This is an optimization exercise on Yosys and OpenROAD, whose aim is small area, a short achievable clock period and few clock cycles, not a production implementation. The RTL was checked by simulation tests, not by an equivalence proof against the original design. Power is estimated from default activity; no workload was simulated.

Design logic_core, start of the top module:
module logic_core (
    input  wire        clk,
    input  wire        rst,
    input  wire        start,
    input  wire        cold,
    input  wire        rate_hi,
    input  wire [13:0] scan_ticks,
    output reg         done,
    output wire [13:0] imem_addr,
    input  wire [31:0] imem_rdata,
    output wire [11:0] bra_addr,
    input  wire        bra_data,
    output wire [11:0] brb_addr,
    input  wire        brb_data,
    output wire        bw_en,
    output wire [11:0] bw_addr,
    output wire        bw_data,
    output wire [11:0] wra_addr,
    input  wire [31:0] wra_data,
    output wire [11:0] wrb_addr,
    input  wire [31:0] wrb_data,
    output wire        ww_en,
    output wire [11:0] ww_addr,
    output wire [31:0] ww_data,
    output wire [7:0]  st_addr,
    input  wire [33:0] st_rdata,
    output wire        st_we,
    output wire [33:0] st_wdata
);
Size: roughly 4300 cells after synthesis, ~340 flip-flops, ~320 I/O pins.
==> flow/config.mk <==
export PLATFORM = sky130hd
export DESIGN_NAME = logic_core
export DESIGN_NICKNAME = logic_core
export VERILOG_FILES = /design/flow/design.v
export SDC_FILE = /design/flow/constraint.sdc
export NUM_CORES = 4
export LEC_CHECK = 0
export ABC_AREA = 1
export CAP_MARGIN = 20
export CORE_MARGIN = 2
export CORE_UTILIZATION = 40
export SLEW_MARGIN = 20
==> flow/constraint.sdc <==
create_clock -name core_clock -period 22.0 [get_ports {clk}]
set_input_delay 4.4000 -clock core_clock [delete_from_list [all_inputs] [get_ports {clk}]]
set_output_delay 4.4000 -clock core_clock [all_outputs]
set_load 0.01 [all_outputs]
standard.sh (not shown) runs the stock make flow with config.mk's settings and CLKGATE_MAP_FILE= SYNTH_SCRIPT=/design/flow/synth_recipe.tcl, a recipe that flattens the netlist after the stock synthesis.
==> flow/flow/run.sh <==
#!/bin/bash
# The standard layout (bash standard.sh) with two changes to how ORFS
# builds it; the SDC, the clock period and every other setting stay the standard flow's.
#  - repair_timing is asked to leave extra setup slack (SETUP_SLACK_MARGIN,
#    in ns), so that the layout's paths come out shorter than the clock
#    period requires;
#  - the port buffers that global placement inserts on every input and
#    output are buf_2 cells instead of ORFS's default delay buffers.
set -euo pipefail
export SETUP_SLACK_MARGIN=15
export BUFFER_PORTS_ARGS="-buffer_cell sky130_fd_sc_hd__buf_2"
bash standard.sh > standard.log 2>&1
The starting point completed without violations.
Testbench counts at the start, summed over its fixed seeds: cycles 335,913.
Change:
--- a/flow/flow/run.sh
+++ b/flow/flow/run.sh
@@ -8,5 +8,5 @@
 #    output are buf_2 cells instead of ORFS's default delay buffers.
 set -euo pipefail
-export SETUP_SLACK_MARGIN=15
+export SETUP_SLACK_MARGIN=16
 export BUFFER_PORTS_ARGS="-buffer_cell sky130_fd_sc_hd__buf_2"
 bash standard.sh > standard.log 2>&1
ABC_AREA = not set   (was 1)
Outcome: The new run completed with no timing, DRC or antenna violations; design area rises by about 5.5%; hold slack is about the same; cell count falls by 6.7%; utilization rises by 1.1 points; critical path depth falls by 10; worst setup slack gets better by 0.51 ns; combinational power falls by 65%; routed wire length rises by 2.5%; synthesized area rises by 2.6%; synthesized cell count falls by 9.2%; clock-buffer cell count rises by 3.
Change:
ABC_AREA = 1   (was not set)
CORE_UTILIZATION = 55   (was 40)
The changed run went through all stages and came out clean.
First-iteration DRC count rises by about 7%.
Routed wire length falls by about 5.3%.
Critical path depth rises by 8.
Via count rises by about 2.2%.
Final cell count rises by 2.6%.
Count of clock-buffer cells in the layout falls by 2.
Area after synthesis falls by about 2.5%.
Setup slack gains 0.066 ns.
Total power rises by 40%.
Change:
CORE_UTILIZATION = 50   (was 55)
Clock power increases slightly.
Cell count rises slightly.
Via count went down slightly.
Sequential cell count is unchanged.
Global-route usage falls by 3.2 points.
Worst hold slack degrades by 0.0030 ns.
Setup slack improves by 0.019 ns.
Synthesized cell count is unchanged.
Clock skew shrinks by 0.0098 ns.
Change:
--- a/flow/flow/run.sh
+++ b/flow/flow/run.sh
@@ -8,5 +8,5 @@
 #    output are buf_2 cells instead of ORFS's default delay buffers.
 set -euo pipefail
-export SETUP_SLACK_MARGIN=16
+export SETUP_SLACK_MARGIN=16.5
 export BUFFER_PORTS_ARGS="-buffer_cell sky130_fd_sc_hd__buf_2"
 bash standard.sh > standard.log 2>&1
The changed run finished with timing, DRC and antenna clean.
Hold slack hardly moves.
Total power grows by about 4.7%.
Via count grows by 3.4%.
First-iteration DRC count rose by about 10%.
Fmax decreases by 0.34%.
Wire length climbs by 3.4%.
Design area rises by 6.6%.

[separate check: timing with driven ports]
The flow's constraints put no driver on any port. The routed layouts listed below were extracted and timed again, unchanged, in two steps.
Step 1 assumes that a clkbuf_16 drives the clock port and a buf_2 every other input.
Step 2 times the ports against the registers' clock, not the clock port: input delays grow and output delays shrink by t, the midpoint of the rising clock arrivals with the driver on.
Three values: ideal ports, drivers, drivers and shift; two values: the first two.
| run | shift t [ns] | slack for setup (ns) | worst register clock-pin slew, ns | worst slew at a driven data input, ns | pins driven straight from the clock port |
|---|---|---|---|---|---|
| the first run | 0.678 | 15.379 / 15.379 / 15.280 | 0.08 / 0.08 | 0.05 | 1 |
| the second run | 0.664 | 15.884 / 15.884 / 15.609 | 0.07 / 0.07 | 0.07 | 1 |
| the third run | 0.664 | 15.950 / 15.950 / 15.692 | 0.07 / 0.07 | 0.04 | 1 |
| the fourth run | 0.676 | 15.969 / 15.969 / 15.763 | 0.08 / 0.08 | 0.07 | 1 |
| the fifth run | 0.683 | 15.949 / 15.949 / 15.936 | 0.08 / 0.08 | 0.05 | 1 |
After both steps every run listed still meets setup and hold. The setup slack of the second run, which loses most, moves by 0.000 ns with the drivers and by -0.275 ns with both steps.
